Context: an optimization exercise on an open-source flow, tuned for small area, a short achievable clock period and few clock cycles per item. The choices shown serve that exercise and are no tape-out recipe.
In this exercise RTL edits were held to simulation tests only and were not proved equivalent to the original.

## run A
==> flow/design.v <==
module aes128_core (
    input  wire         clk,
    input  wire         rst,         
    input  wire         in_valid,
    output wire         in_ready,
    input  wire [127:0] key,
    input  wire [127:0] block_in,
    output reg          out_valid,
    output wire [127:0] block_out
);
    function automatic [17:0] sbox_nl(input [7:0] x);
        reg U0,U1,U2,U3,U4,U5,U6,U7;
        reg T1,T2,T3,T4,T5,T6,T7,T8,T9,T10,T11,T12,T13,T14,T15,T16,T17,T18,T19,T20,T21,T22,T23,T24,T25,T26,T27,M1,M2,M3,M4,M5,M6,M7,M8,M9,M10,M11,M12,M13,M14,M15,M16,M17,M18,M19,M20,M21,M22,M23,M24,M25,M26,M27,M28,M29,M30,M31,M32,M33,M34,M35,M36,M37,M38,M39,M40,M41,M42,M43,M44,M45,M46,M47,M48,M49,M50,M51,M52,M53,M54,M55,M56,M57,M58,M59,M60,M61,M62,M63;
        begin
            {U0,U1,U2,U3,U4,U5,U6,U7} = x;
            T1 = U0 ^ U3;
            T2 = U0 ^ U5;
            T3 = U0 ^ U6;
            T4 = U3 ^ U5;
            T5 = U4 ^ U6;
            T6 = T1 ^ T5;
            T7 = U1 ^ U2;
            T8 = U7 ^ T6;
            T9 = U7 ^ T7;
            T10 = T6 ^ T7;
            T11 = U1 ^ U5;
            T12 = U2 ^ U5;
            T13 = T3 ^ T4;
            T14 = T6 ^ T11;
            T15 = T5 ^ T11;
            T16 = T5 ^ T12;
            T17 = T9 ^ T16;
            T18 = U3 ^ U7;
            T19 = T7 ^ T18;
            T20 = T1 ^ T19;
            T21 = U6 ^ U7;
            T22 = T7 ^ T21;
            T23 = T2 ^ T22;
            T24 = T2 ^ T10;
            T25 = T20 ^ T17;
            T26 = T3 ^ T16;
            T27 = T1 ^ T12;
            M1 = T13 & T6;
            M2 = T23 & T8;
            M3 = T14 ^ M1;
            M4 = T19 & U7;
            M5 = M4 ^ M1;
            M6 = T3 & T16;
            M7 = T22 & T9;
            M8 = T26 ^ M6;
            M9 = T20 & T17;
            M10 = M9 ^ M6;
            M11 = T1 & T15;
            M12 = T4 & T27;
            M13 = M12 ^ M11;
            M14 = T2 & T10;
            M15 = M14 ^ M11;
            M16 = M3 ^ M2;
            M17 = M5 ^ T24;
            M18 = M8 ^ M7;
            M19 = M10 ^ M15;
            M20 = M16 ^ M13;
            M21 = M17 ^ M15;
            M22 = M18 ^ M13;
            M23 = M19 ^ T25;
            M24 = M22 ^ M23;
            M25 = M22 & M20;
            M26 = M21 ^ M25;
            M27 = M20 ^ M21;
            M28 = M23 ^ M25;
            M29 = M28 & M27;
            M30 = M26 & M24;
            M31 = M20 & M23;
            M32 = M27 & M31;
            M33 = M27 ^ M25;
            M34 = M21 & M22;
            M35 = M24 & M34;
            M36 = M24 ^ M25;
            M37 = M21 ^ M29;
            M38 = M32 ^ M33;
            M39 = M23 ^ M30;
            M40 = M35 ^ M36;
            M41 = M38 ^ M40;
            M42 = M37 ^ M39;
            M43 = M37 ^ M38;
            M44 = M39 ^ M40;
            M45 = M42 ^ M41;
            M46 = M44 & T6;
            M47 = M40 & T8;
            M48 = M39 & U7;
            M49 = M43 & T16;
            M50 = M38 & T9;
            M51 = M37 & T17;
            M52 = M42 & T15;
            M53 = M45 & T27;
            M54 = M41 & T10;
            M55 = M44 & T13;
            M56 = M40 & T23;
            M57 = M39 & T19;
            M58 = M43 & T3;
            M59 = M38 & T22;
            M60 = M37 & T20;
            M61 = M42 & T1;
            M62 = M45 & T4;
            M63 = M41 & T2;
            sbox_nl = {M46, M47, M48, M49, M50, M51, M52, M53, M54, M55, M56, M57, M58, M59, M60, M61, M62, M63};
        end
    endfunction
    function automatic [7:0] sbox_lin(input [17:0] m);
        reg M46,M47,M48,M49,M50,M51,M52,M53,M54,M55,M56,M57,M58,M59,M60,M61,M62,M63;
        reg L0,L1,L2,L3,L4,L5,L6,L7,L8,L9,L10,L11,L12,L13,L14,L15,L16,L17,L18,L19,L20,L21,L22,L23,L24,L25,L26,L27,L28,L29;
        begin
            {M46, M47, M48, M49, M50, M51, M52, M53, M54, M55, M56, M57, M58, M59, M60, M61, M62, M63} = m;
            L0 = M61 ^ M62;
            L1 = M50 ^ M56;
            L2 = M46 ^ M48;
            L3 = M47 ^ M55;
            L4 = M54 ^ M58;
            L5 = M49 ^ M61;
            L6 = M62 ^ L5;
            L7 = M46 ^ L3;
            L8 = M51 ^ M59;
            L9 = M52 ^ M53;
            L10 = M53 ^ L4;
            L11 = M60 ^ L2;
            L12 = M48 ^ M51;
            L13 = M50 ^ L0;
            L14 = M52 ^ M61;
            L15 = M55 ^ L1;
            L16 = M56 ^ L0;
            L17 = M57 ^ L1;
            L18 = M58 ^ L8;
            L19 = M63 ^ L4;
            L20 = L0 ^ L1;
            L21 = L1 ^ L7;
            L22 = L3 ^ L12;
            L23 = L18 ^ L2;
            L24 = L15 ^ L9;
            L25 = L6 ^ L10;
            L26 = L7 ^ L9;
            L27 = L8 ^ L10;
            L28 = L11 ^ L14;
            L29 = L11 ^ L17;
            sbox_lin = {L6 ^ L24, ~(L16 ^ L26), ~(L19 ^ L28), L6 ^ L21, L20 ^ L22, L25 ^ L29, ~(L13 ^ L27), ~(L6 ^ L23)};
        end
    endfunction
    function automatic [7:0] xtime(input [7:0] b);
        xtime = {b[6:0], 1'b0} ^ (b[7] ? 8'h1b : 8'h00);
    endfunction
    function automatic [31:0] mix_column(input [31:0] col);
        reg [7:0] a0, a1, a2, a3, t;
        begin
            a0 = col[31:24]; a1 = col[23:16]; a2 = col[15:8]; a3 = col[7:0];
            t  = a0 ^ a1 ^ a2 ^ a3;
            mix_column = {a0 ^ t ^ xtime(a0 ^ a1),
                          a1 ^ t ^ xtime(a1 ^ a2),
                          a2 ^ t ^ xtime(a2 ^ a3),
                          a3 ^ t ^ xtime(a3 ^ a0)};
        end
    endfunction
    function automatic [127:0] mix_columns(input [127:0] s);
        mix_columns = {mix_column(s[127:96]), mix_column(s[95:64]),
                       mix_column(s[63:32]),  mix_column(s[31:0])};
    endfunction
    function automatic [127:0] shift_rows(input [127:0] s);
        integer r, c;
        for (c = 0; c < 4; c = c + 1)
            for (r = 0; r < 4; r = r + 1)
                shift_rows[127 - 8*(4*c + r) -: 8] = s[127 - 8*(4*((c + r) % 4) + r) -: 8];
    endfunction
    function automatic [287:0] nl_state(input [127:0] s);
        integer i;
        for (i = 0; i < 16; i = i + 1)
            nl_state[287 - 18*i -: 18] = sbox_nl(s[127 - 8*i -: 8]);
    endfunction
    function automatic [71:0] nl_word(input [31:0] w);
        integer i;
        for (i = 0; i < 4; i = i + 1)
            nl_word[71 - 18*i -: 18] = sbox_nl(w[31 - 8*i -: 8]);
    endfunction
    function automatic [127:0] lin_state(input [287:0] m);
        integer i;
        for (i = 0; i < 16; i = i + 1)
            lin_state[127 - 8*i -: 8] = sbox_lin(m[287 - 18*i -: 18]);
    endfunction
    function automatic [31:0] lin_word(input [71:0] m);
        integer i;
        for (i = 0; i < 4; i = i + 1)
            lin_word[31 - 8*i -: 8] = sbox_lin(m[71 - 18*i -: 18]);
    endfunction
    reg  [127:0] s1;
    reg  [127:0] k1;
    reg  [7:0]   rc1;
    reg          v1;          
    reg  [287:0] m2;
    reg  [71:0]  t2;
    reg  [127:0] k2;
    reg  [7:0]   rc2;
    reg          v2;
    reg  [127:0] res;
    reg          rdy;
    wire [127:0] sb = lin_state(m2);
    wire [31:0]  w0 = k2[127:96] ^ lin_word(t2) ^ {rc2, 24'h000000};
    wire [31:0]  w1 = k2[95:64]  ^ w0;
    wire [31:0]  w2 = k2[63:32]  ^ w1;
    wire [31:0]  w3 = k2[31:0]   ^ w2;
    wire [127:0] rk = {w0, w1, w2, w3};
    wire         last = (rc2 == 8'h36);
    wire         free = !v2 || last;
    assign in_ready  = rdy;
    assign block_out = res;
    always @(posedge clk) begin
        m2  <= nl_state(shift_rows(s1));
        t2  <= nl_word({k1[23:0], k1[31:24]});
        k2  <= k1;
        rc2 <= rc1;
        if (free) begin
            s1  <= block_in ^ key;
            k1  <= key;
            rc1 <= 8'h01;
        end else begin
            s1  <= mix_columns(sb) ^ rk;
            k1  <= rk;
            rc1 <= xtime(rc2);
        end
        res <= sb ^ rk;
        if (rst) begin
            v1        <= 1'b0;
            v2        <= 1'b0;
            out_valid <= 1'b0;
            rdy       <= 1'b1;
        end else begin
            v2        <= v1;
            v1        <= free ? in_valid : 1'b1;
            out_valid <= v2 && last;
            rdy       <= !v1 || (rc1 == 8'h36);
        end
    end
endmodule
==> flow/config.mk <==
export PLATFORM = sky130hd
export DESIGN_NAME = aes128_core
export DESIGN_NICKNAME = aes128_core
export VERILOG_FILES = /design/flow/design.v
export SDC_FILE = /design/flow/constraint.sdc
export NUM_CORES = 4
export LEC_CHECK = 0
export ABC_AREA = 1
export CAP_MARGIN = 20
export CORE_MARGIN = 2
export CORE_UTILIZATION = 45
export PLACE_DENSITY = 0.6
export SLEW_MARGIN = 20
==> flow/constraint.sdc <==
create_clock -name core_clock -period 10.0 [get_ports {clk}]
set_input_delay 2.0000 -clock core_clock [delete_from_list [all_inputs] [get_ports {clk}]]
set_output_delay 2.0000 -clock core_clock [all_outputs]
set_load 0.01 [all_outputs]
standard.sh (not shown) runs the stock make flow with config.mk's settings and CLKGATE_MAP_FILE= SYNTH_SCRIPT=/design/flow/synth_recipe.tcl, a recipe that flattens the netlist after the stock synthesis.
==> flow/flow/run.sh <==
#!/bin/bash
# Layout flow: the standard flow (standard.sh) with three changes.
# - Synthesis is the standard synthesis script (synth_recipe.tcl, ORFS's
#   synth.tcl) except that ABC maps the logic with flow/abc_map_area.script,
#   an area-oriented mapping. Registers are mapped before ABC runs, so they
#   are the standard synthesis's, with the same names and cells.
# - The input and output port buffers are sky130_fd_sc_hd__buf_2 cells rather
#   than the delay buffer that buffer_ports picks by default. Every port still
#   gets its own buffer.
# - Timing repair aims for a setup slack of at least 6.7 ns at the design's
#   10 ns clock, so that the resizer speeds up the critical paths; the clock
#   and the constraints are the design's, unchanged.
set -euo pipefail
here=$(pwd)
# synth.tcl with the ABC script replaced right after the preamble sets it
sed "s#^source \$::env(SCRIPTS_DIR)/synth_preamble.tcl\$#&\nset abc_args [lreplace \$abc_args 1 1 $here/flow/abc_map_area.script]#" \
  "$FLOW_HOME/scripts/synth.tcl" > my_synth_body.tcl
grep -q "abc_map_area.script" my_synth_body.tcl
sed "s#^source \$::env(SCRIPTS_DIR)/synth.tcl\$#source $here/my_synth_body.tcl#" synth_recipe.tcl > my_synth.tcl
grep -q "my_synth_body.tcl" my_synth.tcl
sed "s#SYNTH_SCRIPT=[^ ]*#SYNTH_SCRIPT=$here/my_synth.tcl#" standard.sh > my_standard.sh
grep -q "my_synth.tcl" my_standard.sh
export BUFFER_PORTS_ARGS="-buffer_cell sky130_fd_sc_hd__buf_2"
export SETUP_SLACK_MARGIN=6.7
bash my_standard.sh > standard_flow.log 2>&1
==> flow/flow/abc_map_area.script <==
strash
&get -n
&dch
&nf -R 1000
&put
topo
stime -c
buffer -c
upsize -c
dnsize -c
Looking at the reports, run A completed the entire flow and the layout it produced met the timing, design-rule and antenna checks.
Testbench counts of run A, summed over its fixed seeds: cycles 32,024, blocks 3,200.
diff inputs: run A => run B
--- a/flow/flow/run.sh
+++ b/flow/flow/run.sh
@@ -10 +10 @@
-# - Timing repair aims for a setup slack of at least 6.7 ns at the design's
+# - Timing repair aims for a setup slack of at least 6.6 ns at the design's
@@ -24 +24 @@
-export SETUP_SLACK_MARGIN=6.7
+export SETUP_SLACK_MARGIN=6.6
--- a/flow/flow/abc_map_area.script
+++ b/flow/flow/abc_map_area.script
@@ -1,0 +2 @@
+dc2
- Any difference in later-pin clock latency in the skew report between run B and run A is small enough to ignore.
- Summary: with run A as the reference, via count in run B moved down by a few percent.
- Mean routed wirelength per cell delta (run A -> run B): insignificant
- The final worst-path setup slack in run B sits 28 ps below the value recorded for run A.
- On setup slack at placement: between run A and run B, it ends up higher for run B.
- Against run A as the reference, run B delivers a higher number of iterations in the first detailed-routing pass.
- Aggregate routed wire length, run A and run B: larger value in run A
The inputs of run C differ from those of run B as listed below.
--- a/flow/flow/abc_map_area.script
+++ b/flow/flow/abc_map_area.script
@@ -2 +1,0 @@
-dc2
### Flow results
In the flow results for run C and run B, the total track usage is larger on run B.
Per the comparison of run C with run B, maximum single-stage delay on the critical path went down by 270 ps.
[compare] base=run B new=run C: maximum frequency from static timing analysis picked up an extra 0.0020 GHz; setup slack after layout picked up an extra 23 ps.
Between run B and run C, the final-layout worst hold slack figures differ only marginally.
Compared to run B, run C has critical path depth 2 higher.
Sort run C and run B by number of different library cells in the post-synthesis netlist asc -> top: run C

==> port drivers added, routing unchanged <==
How much do the figures lean on ideal ports? The routed layouts below were timed once more, with nothing changed but the port constraints.
Step 1 (the two cells are an assumption about what drives the block):
set clk [get_ports {clk}]
set_driving_cell -lib_cell sky130_fd_sc_hd__clkbuf_16 $clk
set_driving_cell -lib_cell sky130_fd_sc_hd__buf_2 [delete_from_list [all_inputs] $clk]
Step 2 adds t to the input delays and takes it off the output delays; t is the mean of the earliest and latest rising clock arrival at the registers after step 1. Input paths then give back, and output paths get back, about the clock's delay inside the block.
Slacks: ideal ports / drivers / drivers and shift; pairs: ideal ports / drivers.
run | shift t [ns] | setup slack, ns | worst setup path at the end | pins driven straight from the clock port
run A | 0.743 | 6.650 / 6.639 / 6.650 | register to register | 1
run B | 0.740 | 6.622 / 6.622 / 6.622 | register to register | 1
run C | 0.740 | 6.645 / 6.606 / 6.542 | input to register | 1
After both steps setup and hold are still met in every run listed. The setup slack of run C, which loses most, moves by -0.039 ns with the drivers and by -0.103 ns with both steps.
